Context: an optimization exercise on an open-source flow, tuned for small area, a short achievable clock period and few clock cycles per item. The choices shown serve that exercise and are no tape-out recipe.

==> v6 <==
==> flow/design.v <==
module prs_decoder (
    input  wire        clk,
    input  wire        rst,           
    input  wire        in_valid,
    output wire        in_ready,
    input  wire [31:0] in_data,
    output wire        out_valid,
    input  wire        out_ready,
    output wire [14:0] out_sample,
    output wire        out_last
);
    integer i;
    reg  [3:0]  bwl;            
    reg         bwx;            
    reg         nxt_v;
    reg  [3:0]  nK;
    reg  [2:0]  nes;            
    reg         nsgn;
    reg  [31:0] B0, B1;         
    reg         B0v, B1v;
    reg         in_rdy;
    wire exp_ctrl  = (bwl == 4'd0) && !bwx;
    assign in_ready = in_rdy;
    wire in_fire   = in_valid && in_rdy;
    wire ctrl_fire = in_fire && exp_ctrl;
    wire body_fire = in_fire && !exp_ctrl;
    wire [31:0] in_s;
    genvar gi;
    generate
        for (gi = 0; gi < 32; gi = gi + 1) begin : g_ord
            assign in_s[gi] = in_data[8 * (gi / 8) + 7 - (gi % 8)];
        end
    endgenerate
    reg         cur_v;
    reg  [3:0]  K;
    reg  [2:0]  es;
    reg         sgn;
    reg  [4:0]  idx;            
    reg  [4:0]  ptr;            
    reg  [15:0] lacc;           
    reg         lz;             
    reg         chk;            
    wire        rawblk  = (K == 4'd15);
    wire        rawmode = rawblk || (idx[4:1] == 4'd0);
    wire        last    = (idx == 5'd31);
    wire [63:0] cbuf = {B1, B0};
    wire [21:0] w    = cbuf >> ptr;           
    reg  [21:0] wr;                            
    always @(*) for (i = 0; i < 22; i = i + 1) wr[i] = w[21 - i];
    reg  [16:0] th;
    reg  [3:0]  L;              
    always @(*) begin
        th[0] = 1'b1;
        for (i = 1; i < 17; i = i + 1) th[i] = th[i - 1] & w[i - 1];
        L = 4'd15;
        for (i = 14; i >= 0; i = i - 1)
            if (th[i] && !w[i]) L = i;
    end
    reg         thk;
    always @(*) begin
        thk = th[16];
        for (i = 6; i < 15; i = i + 1)
            if (K == i) thk = th[22 - i];
    end
    wire        fitw  = B1v ? !thk : !th[8];
    wire        chunk = !rawmode && !fitw;
    wire [4:0]  sh    = 5'd21 - {1'b0, K} - {1'b0, L};
    reg  [13:0] maskK;
    always @(*) for (i = 0; i < 14; i = i + 1) maskK[i] = (i < K);
    wire [21:0] wsh   = wr >> sh;
    wire [13:0] low   = wsh[13:0] & maskK;
    wire [15:0] u     = (L[3] ? lacc_inc : (lacc & {16{!lz}})) | ({13'd0, L[2:0]} << K) | {2'b00, low};
    wire [14:0] rawval = sgn ? wr[21:7] : {1'b0, wr[21:8]};
    wire [5:0]  ptrW  = {1'b0, ptr} + (sgn ? 6'd15 : 6'd14);
    wire [5:0]  ptr8  = {1'b0, ptr} + 6'd8;
    wire [5:0]  ptrK1 = {1'b0, ptr} + {2'b00, K} + 6'd1;
    wire [4:0]  ptrR  = ptrK1[4:0] + {1'b0, L};
    reg         rc_crs, rc_over;
    always @(*) begin
        rc_crs = ptrK1[5];
        rc_over  = ptrK1[5] && (ptrK1[4:0] != 5'd0 || th[1]);
        for (i = 1; i < 16; i = i + 1) begin
            if (ptrK1 == 6'd32 - i) rc_crs = th[i];
            if (ptrK1 == 6'd33 - i) rc_over  = th[i];
        end
    end
    wire        crs   = rawmode ? ptrW[5] : chunk ? ptr8[5] : rc_crs;
    wire        over  = rawmode ? (ptrW > 6'd32) : rc_over;
    wire [4:0]  pnext = rawmode ? ptrW[4:0] : chunk ? ptr8[4:0] : ptrR;
    wire        ffit  = rawmode ? (ptrW <= 6'd32) : ({1'b0, ptr} + {2'b00, K} <= 6'd24);
    wire        efit  = rawmode ? (ptrW <= 6'd32) : th[8] ? (ptr8 <= 6'd32) : !rc_over;
    reg         d_v, d_raw, d_last, d_sgn;
    reg  [2:0]  d_es;
    reg  [15:0] d_val;
    reg         q_v, q_raw, q_last, q_sgn, q_e0;
    reg  [16:0] q_val;
    reg  [1:0]  npc;
    reg         last1, last0;
    reg  [14:0] xr1, xr0;
    reg         h_v, h_last;
    reg  [14:0] h;
    wire r_go   = q_v && !npc[1];
    wire q_free = !q_v || !npc[1];
    wire d_mov  = d_v && q_free;
    wire d_free = !d_v || q_free;
    wire go     = d_free && cur_v && B0v && (B1v || ffit || chk);
    wire dec    = go && !chunk;
    wire bend   = dec && last;
    wire cfree  = !cur_v || bend;
    wire take   = nxt_v && cfree;
    wire direct = !nxt_v && cfree && ctrl_fire;    
    wire drop1 = go && (crs || bend);
    wire drop2 = bend && over;
    wire       nxt_vn = (ctrl_fire && !direct) || (nxt_v && !take);
    wire       B0v_n  = drop2 ? body_fire
                      : drop1 ? (B1v || body_fire)
                      : (B0v || body_fire);
    wire       B1v_n  = drop2 ? 1'b0
                      : drop1 ? (B1v && body_fire)
                      : (B1v || (B0v && body_fire));
    wire       expc_n = ctrl_fire ? 1'b0
                      : body_fire ? (bwl == 4'd0 || (bwl == 4'd1 && !bwx)) : exp_ctrl;
    wire       has   = (npc != 2'd0);
    wire       h_ld  = (!h_v || out_ready) && has;
    wire [1:0] np_a  = npc + {1'b0, r_go};
    wire [1:0] np_r  = has ? np_a - 2'd1 : np_a;              
    wire [1:0] np_n  = (!h_v && has) ? np_a - 2'd1 : np_a;    
    reg  [15:0] lacc_inc;
    reg         cy;
    always @(*) begin
        cy = 1'b0;
        for (i = 0; i < 16; i = i + 1) begin
            lacc_inc[i] = (lacc[i] && !lz) ^ (cy || (i == K + 3));
            cy = (cy || (i == K + 3)) && lacc[i] && !lz;
        end
    end
    always @(posedge clk) begin
        if (rst) begin
            bwl    <= 4'd0;
            bwx    <= 1'b0;
            nxt_v  <= 1'b0;
            in_rdy <= 1'b1;
            B0v    <= 1'b0;
            B1v    <= 1'b0;
            cur_v  <= 1'b0;
            chk    <= 1'b0;
            d_v    <= 1'b0;
            q_v    <= 1'b0;
            npc    <= 2'd0;
            h_v    <= 1'b0;
        end else begin
            if (ctrl_fire) begin
                bwl <= in_data[5:2];
                bwx <= |in_data[1:0];
            end else if (body_fire) begin
                if (bwl != 4'd0)
                    bwl <= bwl - 4'd1;
                else
                    bwx <= 1'b0;
            end
            nxt_v  <= nxt_vn;
            B0v    <= B0v_n;
            B1v    <= B1v_n;
            in_rdy <= expc_n ? !nxt_vn : !B1v_n;
            chk    <= !go && cur_v && B0v && efit;
            if (take || direct)
                cur_v <= 1'b1;
            else if (bend)
                cur_v <= 1'b0;
            if (dec)
                d_v <= 1'b1;
            else if (d_mov)
                d_v <= 1'b0;
            if (d_mov)
                q_v <= 1'b1;
            else if (r_go)
                q_v <= 1'b0;
            npc <= out_ready ? np_r : np_n;
            h_v <= out_ready ? has : (h_v || has);
        end
        if (!cur_v) begin
            ptr <= 5'd0;
            idx <= 5'd0;
            lz  <= 1'b1;
        end else if (go) begin
            ptr <= bend ? 5'd0 : pnext;
            lz  <= !chunk;
            if (dec)
                idx <= idx + 5'd1;
        end
        if (go && chunk)
            lacc <= lacc_inc;
        if (!nxt_v) begin
            nK   <= in_data[31:28];
            nes  <= in_data[24] ? 3'd0 : in_data[27:25];
            nsgn <= (in_data[19:16] == 4'd14);
        end
        if (take) begin
            K   <= nK;
            es  <= nes;
            sgn <= nsgn;
        end else if (direct) begin
            K   <= in_data[31:28];
            es  <= in_data[24] ? 3'd0 : in_data[27:25];
            sgn <= (in_data[19:16] == 4'd14);
        end
        if (drop2 || (drop1 && !B1v) || !B0v)
            B0 <= in_s;
        else if (drop1)
            B0 <= B1;
        if (drop1 || !B1v)
            B1 <= in_s;
        if (dec) begin
            d_raw  <= rawmode;
            d_last <= last;
            d_sgn  <= sgn;
            d_es   <= es;
            d_val  <= rawmode ? {1'b0, rawval} : u;
        end
        if (d_mov) begin
            q_raw  <= d_raw;
            q_last <= d_last;
            q_sgn  <= d_sgn;
            q_e0   <= (d_es == 3'd0);
            q_val  <= d_raw ? {2'b00, d_val[14:0]} : qs;
        end
        if (r_go) begin
            last1 <= q_last;
            last0 <= last1;
            xr1   <= xr_n;
            xr0   <= xr1;
        end
        if (h_ld) begin
            h      <= npc[1] ? xr0 : xr1;
            h_last <= npc[1] ? last0 : last1;
        end
    end
    wire [16:0] qd = {1'b0, d_val[15:1]} ^ {17{d_val[0]}};
    wire [16:0] qs = (d_es == 3'd0) ? qd : qd + (qd << d_es);
    wire [16:0] x1e  = {{2{xr1[14]}}, xr1};
    wire [16:0] x0e  = {{2{xr0[14]}}, xr0};
    wire [16:0] pr   = (x1e << 1) - x0e;
    wire [16:0] csa_s = (x1e << 1) ^ ~x0e ^ q_val;
    wire [16:0] csa_c = ((((x1e << 1) & ~x0e) | ((x1e << 1) & q_val) | (~x0e & q_val)) << 1) | 17'd1;
    wire [16:0] sA    = csa_s + csa_c;
    wire        a_hi  = (!sA[16] && sA[15:14] != 2'b00) || (!q_e0 && sA == 17'h03FFF);
    wire        a_lo  = q_sgn ? ((sA[16] && (sA[15:14] != 2'b11 || sA[13:0] == 14'd0)) || (!q_e0 && sA == 17'h1C001))
                              : sA[16];
    wire        pr_hi = (!pr[16] && pr[15:14] != 2'b00) || (!q_e0 && pr == 17'h03FFF);
    wire        pr_lo = q_sgn ? ((pr[16] && (pr[15:14] != 2'b11 || pr[13:0] == 14'd0)) || (!q_e0 && pr == 17'h1C001))
                              : pr[16];
    wire [14:0] HI = q_e0 ? 15'h3FFF : 15'h3FFE;
    wire [14:0] LO = q_sgn ? (q_e0 ? 15'h4001 : 15'h4002) : 15'h0000;
    reg  [16:0] tdn, tup;
    reg  [16:0] nz, no;         
    always @(*) begin
        nz[0] = 1'b1; no[0] = 1'b1; nz[1] = 1'b1; no[1] = 1'b1;
        for (i = 2; i < 17; i = i + 1) begin
            nz[i] = ~|(q_val[15:1] & ((16'd1 << (i - 1)) - 16'd1));
            no[i] = &(q_val[15:1] | ~((16'd1 << (i - 1)) - 16'd1));
        end
        tdn[0] = q_val[0] ^ q_e0;
        tup[0] = q_val[0] ^ q_e0;
        for (i = 1; i < 17; i = i + 1) begin
            tdn[i] = q_val[i] ^ ((q_e0 ? !q_val[0] : 1'b1) && nz[i]);
            tup[i] = q_val[i] ^ ((q_e0 ?  q_val[0] : 1'b1) && no[i]);
        end
    end
    wire [16:0] sH = {tdn[16] ^ (tdn[15] & tdn[14]), tdn[15] ^ tdn[14], !tdn[14], tdn[13:0]};
    wire        h_lo = q_sgn ? (sH[16] && (sH[15:14] != 2'b11 || sH[13:0] == 14'd0 || (!q_e0 && sH == 17'h1C001)))
                             : sH[16];
    wire [14:0] cH = !q_val[16] ? HI : h_lo ? LO : sH[14:0];
    wire [16:0] sLs = {tup[16] ^ (!tup[15] & !tup[14]), tup[15] ^ !tup[14], !tup[14], tup[13:0]};
    wire [16:0] sL  = q_sgn ? sLs : q_val;
    wire        l_hi = (!sL[16] && sL[15:14] != 2'b00) || (!q_e0 && sL == 17'h03FFF);
    wire [14:0] cL = (q_val[16] || q_val == 17'd0) ? LO : l_hi ? HI : sL[14:0];
    wire [14:0] xr_n = q_raw ? q_val[14:0]
                     : pr_hi ? cH
                     : pr_lo ? cL
                     : a_hi  ? HI
                     : a_lo  ? LO
                     : sA[14:0];
    assign out_valid  = h_v;
    assign out_sample = h;
    assign out_last   = h_last;
endmodule
==> flow/flow/run.sh <==
#!/bin/bash
# The standard layout, with two changes to how it is made:
# - repair_timing is asked to leave 15 ns of setup slack at the design's
#   clock (and may resize cells to other footprints), which shortens the
#   layout's critical path;
# - every input and output port still gets a buffer, but a plain buf_2
#   instead of the slower delay buffer buffer_ports picks by default.
set -uo pipefail
bash standard.sh SETUP_SLACK_MARGIN=15 MATCH_CELL_FOOTPRINT=0 \
  "BUFFER_PORTS_ARGS=-buffer_cell sky130_fd_sc_hd__buf_2" finish > make.log 2>&1
==> flow/standard.sh <==
#!/bin/bash
# synth_recipe.tcl (not shown) runs the flow's synth.tcl, then flattens the netlist and writes it again
# the make line also repeats each setting of config.mk as NAME=value (left out here)
make -C /OpenROAD-flow-scripts/flow DESIGN_CONFIG=/design/flow/config.mk WORK_HOME=/design/flow/orfs CLKGATE_MAP_FILE= SYNTH_SCRIPT=/design/flow/synth_recipe.tcl "${@:-finish}"
==> flow/config.mk <==
export PLATFORM = sky130hd
export DESIGN_NAME = prs_decoder
export DESIGN_NICKNAME = prs_decoder
export VERILOG_FILES = /design/flow/design.v
export SDC_FILE = /design/flow/constraint.sdc
export NUM_CORES = 4
export LEC_CHECK = 0
export CAP_MARGIN = 20
export CORE_MARGIN = 2
export CORE_UTILIZATION = 40
export SLEW_MARGIN = 20
==> flow/constraint.sdc <==
create_clock -name core_clock -period 20.0 [get_ports {clk}]
set_input_delay 4.0000 -clock core_clock [delete_from_list [all_inputs] [get_ports {clk}]]
set_output_delay 4.0000 -clock core_clock [all_outputs]
set_load 0.01 [all_outputs]
==> v3: changes against v6 <==
--- a/flow/design.v
+++ b/flow/design.v
@@ -48,37 +48,40 @@
     reg  [21:0] wr;                            
     always @(*) for (i = 0; i < 22; i = i + 1) wr[i] = w[21 - i];
-    reg  [16:0] th;
-    reg  [3:0]  L;              
+    reg  [8:0]  th;
     always @(*) begin
         th[0] = 1'b1;
-        for (i = 1; i < 17; i = i + 1) th[i] = th[i - 1] & w[i - 1];
-        L = 4'd15;
-        for (i = 14; i >= 0; i = i - 1)
-            if (th[i] && !w[i]) L = i;
-    end
-    reg         thk;
-    always @(*) begin
-        thk = th[16];
-        for (i = 6; i < 15; i = i + 1)
-            if (K == i) thk = th[22 - i];
-    end
-    wire        fitw  = B1v ? !thk : !th[8];
-    wire        chunk = !rawmode && !fitw;
-    wire [4:0]  sh    = 5'd21 - {1'b0, K} - {1'b0, L};
+        for (i = 1; i < 9; i = i + 1) th[i] = th[i - 1] & w[i - 1];
+    end
+    wire        all8 = th[8];
+    reg  [2:0]  L;
+    always @(*) begin
+        casez (w[6:0])
+            7'b??????0: L = 3'd0;
+            7'b?????01: L = 3'd1;
+            7'b????011: L = 3'd2;
+            7'b???0111: L = 3'd3;
+            7'b??01111: L = 3'd4;
+            7'b?011111: L = 3'd5;
+            7'b0111111: L = 3'd6;
+            default:    L = 3'd7;
+        endcase
+    end
+    wire        chunk = !rawmode && all8;
+    wire [4:0]  sh    = 5'd21 - {1'b0, K} - {2'b00, L};
     reg  [13:0] maskK;
     always @(*) for (i = 0; i < 14; i = i + 1) maskK[i] = (i < K);
     wire [21:0] wsh   = wr >> sh;
     wire [13:0] low   = wsh[13:0] & maskK;
-    wire [15:0] u     = (L[3] ? lacc_inc : (lacc & {16{!lz}})) | ({13'd0, L[2:0]} << K) | {2'b00, low};
+    wire [15:0] u     = (lacc & {16{!lz}}) | ({13'd0, L} << K) | {2'b00, low};
     wire [14:0] rawval = sgn ? wr[21:7] : {1'b0, wr[21:8]};
     wire [5:0]  ptrW  = {1'b0, ptr} + (sgn ? 6'd15 : 6'd14);
     wire [5:0]  ptr8  = {1'b0, ptr} + 6'd8;
     wire [5:0]  ptrK1 = {1'b0, ptr} + {2'b00, K} + 6'd1;
-    wire [4:0]  ptrR  = ptrK1[4:0] + {1'b0, L};
+    wire [4:0]  ptrR  = ptrK1[4:0] + {2'b00, L};
     reg         rc_crs, rc_over;
     always @(*) begin
         rc_crs = ptrK1[5];
         rc_over  = ptrK1[5] && (ptrK1[4:0] != 5'd0 || th[1]);
-        for (i = 1; i < 16; i = i + 1) begin
+        for (i = 1; i < 8; i = i + 1) begin
             if (ptrK1 == 6'd32 - i) rc_crs = th[i];
             if (ptrK1 == 6'd33 - i) rc_over  = th[i];
@@ -89,5 +92,5 @@
     wire [4:0]  pnext = rawmode ? ptrW[4:0] : chunk ? ptr8[4:0] : ptrR;
     wire        ffit  = rawmode ? (ptrW <= 6'd32) : ({1'b0, ptr} + {2'b00, K} <= 6'd24);
-    wire        efit  = rawmode ? (ptrW <= 6'd32) : th[8] ? (ptr8 <= 6'd32) : !rc_over;
+    wire        efit  = rawmode ? (ptrW <= 6'd32) : chunk ? (ptr8 <= 6'd32) : !rc_over;
     reg         d_v, d_raw, d_last, d_sgn;
     reg  [2:0]  d_es;
@@ -95,11 +98,9 @@
     reg         q_v, q_raw, q_last, q_sgn, q_e0;
     reg  [16:0] q_val;
-    reg  [1:0]  npc;
+    reg  [1:0]  npend;
     reg         last1, last0;
     reg  [14:0] xr1, xr0;
-    reg         h_v, h_last;
-    reg  [14:0] h;
-    wire r_go   = q_v && !npc[1];
-    wire q_free = !q_v || !npc[1];
+    wire r_go   = q_v && !npend[1];
+    wire q_free = !q_v || !npend[1];
     wire d_mov  = d_v && q_free;
     wire d_free = !d_v || q_free;
@@ -121,9 +122,7 @@
     wire       expc_n = ctrl_fire ? 1'b0
                       : body_fire ? (bwl == 4'd0 || (bwl == 4'd1 && !bwx)) : exp_ctrl;
-    wire       has   = (npc != 2'd0);
-    wire       h_ld  = (!h_v || out_ready) && has;
-    wire [1:0] np_a  = npc + {1'b0, r_go};
-    wire [1:0] np_r  = has ? np_a - 2'd1 : np_a;              
-    wire [1:0] np_n  = (!h_v && has) ? np_a - 2'd1 : np_a;    
+    wire       has   = (npend != 2'd0);
+    wire [1:0] np_a  = npend + {1'b0, r_go};
+    wire [1:0] np_r  = has ? np_a - 2'd1 : np_a;
     reg  [15:0] lacc_inc;
     reg         cy;
@@ -147,6 +146,5 @@
             d_v    <= 1'b0;
             q_v    <= 1'b0;
-            npc    <= 2'd0;
-            h_v    <= 1'b0;
+            npend  <= 2'd0;
         end else begin
             if (ctrl_fire) begin
@@ -176,6 +174,5 @@
             else if (r_go)
                 q_v <= 1'b0;
-            npc <= out_ready ? np_r : np_n;
-            h_v <= out_ready ? has : (h_v || has);
+            npend <= out_ready ? np_r : np_a;
         end
         if (!cur_v) begin
@@ -230,8 +227,4 @@
             xr1   <= xr_n;
             xr0   <= xr1;
-        end
-        if (h_ld) begin
-            h      <= npc[1] ? xr0 : xr1;
-            h_last <= npc[1] ? last0 : last1;
         end
     end
@@ -281,6 +274,6 @@
                      : a_lo  ? LO
                      : sA[14:0];
-    assign out_valid  = h_v;
-    assign out_sample = h;
-    assign out_last   = h_last;
+    assign out_valid  = (npend != 2'd0);
+    assign out_sample = npend[1] ? xr0 : xr1;
+    assign out_last   = npend[1] ? last0 : last1;
 endmodule
==> flow/flow/run.sh (replaced) <==
#!/bin/bash
# The standard layout, with repair_timing asked to leave 15.5 ns of setup slack
# at the design's clock (and free to resize cells to other footprints), which
# shortens the critical path of the layout.
set -uo pipefail
bash standard.sh SETUP_SLACK_MARGIN=15.5 MATCH_CELL_FOOTPRINT=0 finish > make.log 2>&1
==> summary of the runs <==
Clock skew: v3 is lower than v6 (8.3 ps).
Between v3 and v6, the lower worst hold slack is in v6 (gap 20 ps).
Wire length: v6 is larger than v3 (about 9%).
v6 went through all stages and came out clean. v3 completed with no timing, DRC or antenna violations.
Sequential share of layout area: v3 is lower than v6 (1.4 points).
Function was not checked in any run of this note: the RTL went through the layout flow alone.

[what the ideal ports hide]
Ports are ideal in the flow. The routed layouts listed here were re-timed in OpenROAD.
Step 1 sets driving cells, clkbuf_16 on the clock port and buf_2 on the other inputs (assumed; they add their load-dependent delay and slew).
Step 2 adds t to the input delays and takes it off the output delays; t is the mean of the earliest and latest rising clock arrival at the registers after step 1. Input paths then give back, and output paths get back, about the clock's delay inside the block.
Slacks: ideal / step 1 / step 2; pairs: ideal / step 1.
run	t (ns)	setup WS [ns]	worst register clock-pin slew, ns	worst slew at a driven data input, ns	cell pins on the clock port's net
v6	0.637	14.884 / 14.830 / 14.513	0.07 / 0.07	0.06	1
v3	0.562	14.366 / 14.306 / 14.868	0.08 / 0.08	0.05	1
After both steps setup and hold are still met in every run listed. The setup slack of v6, which loses most, moves by -0.054 ns with the drivers and by -0.371 ns with both steps.
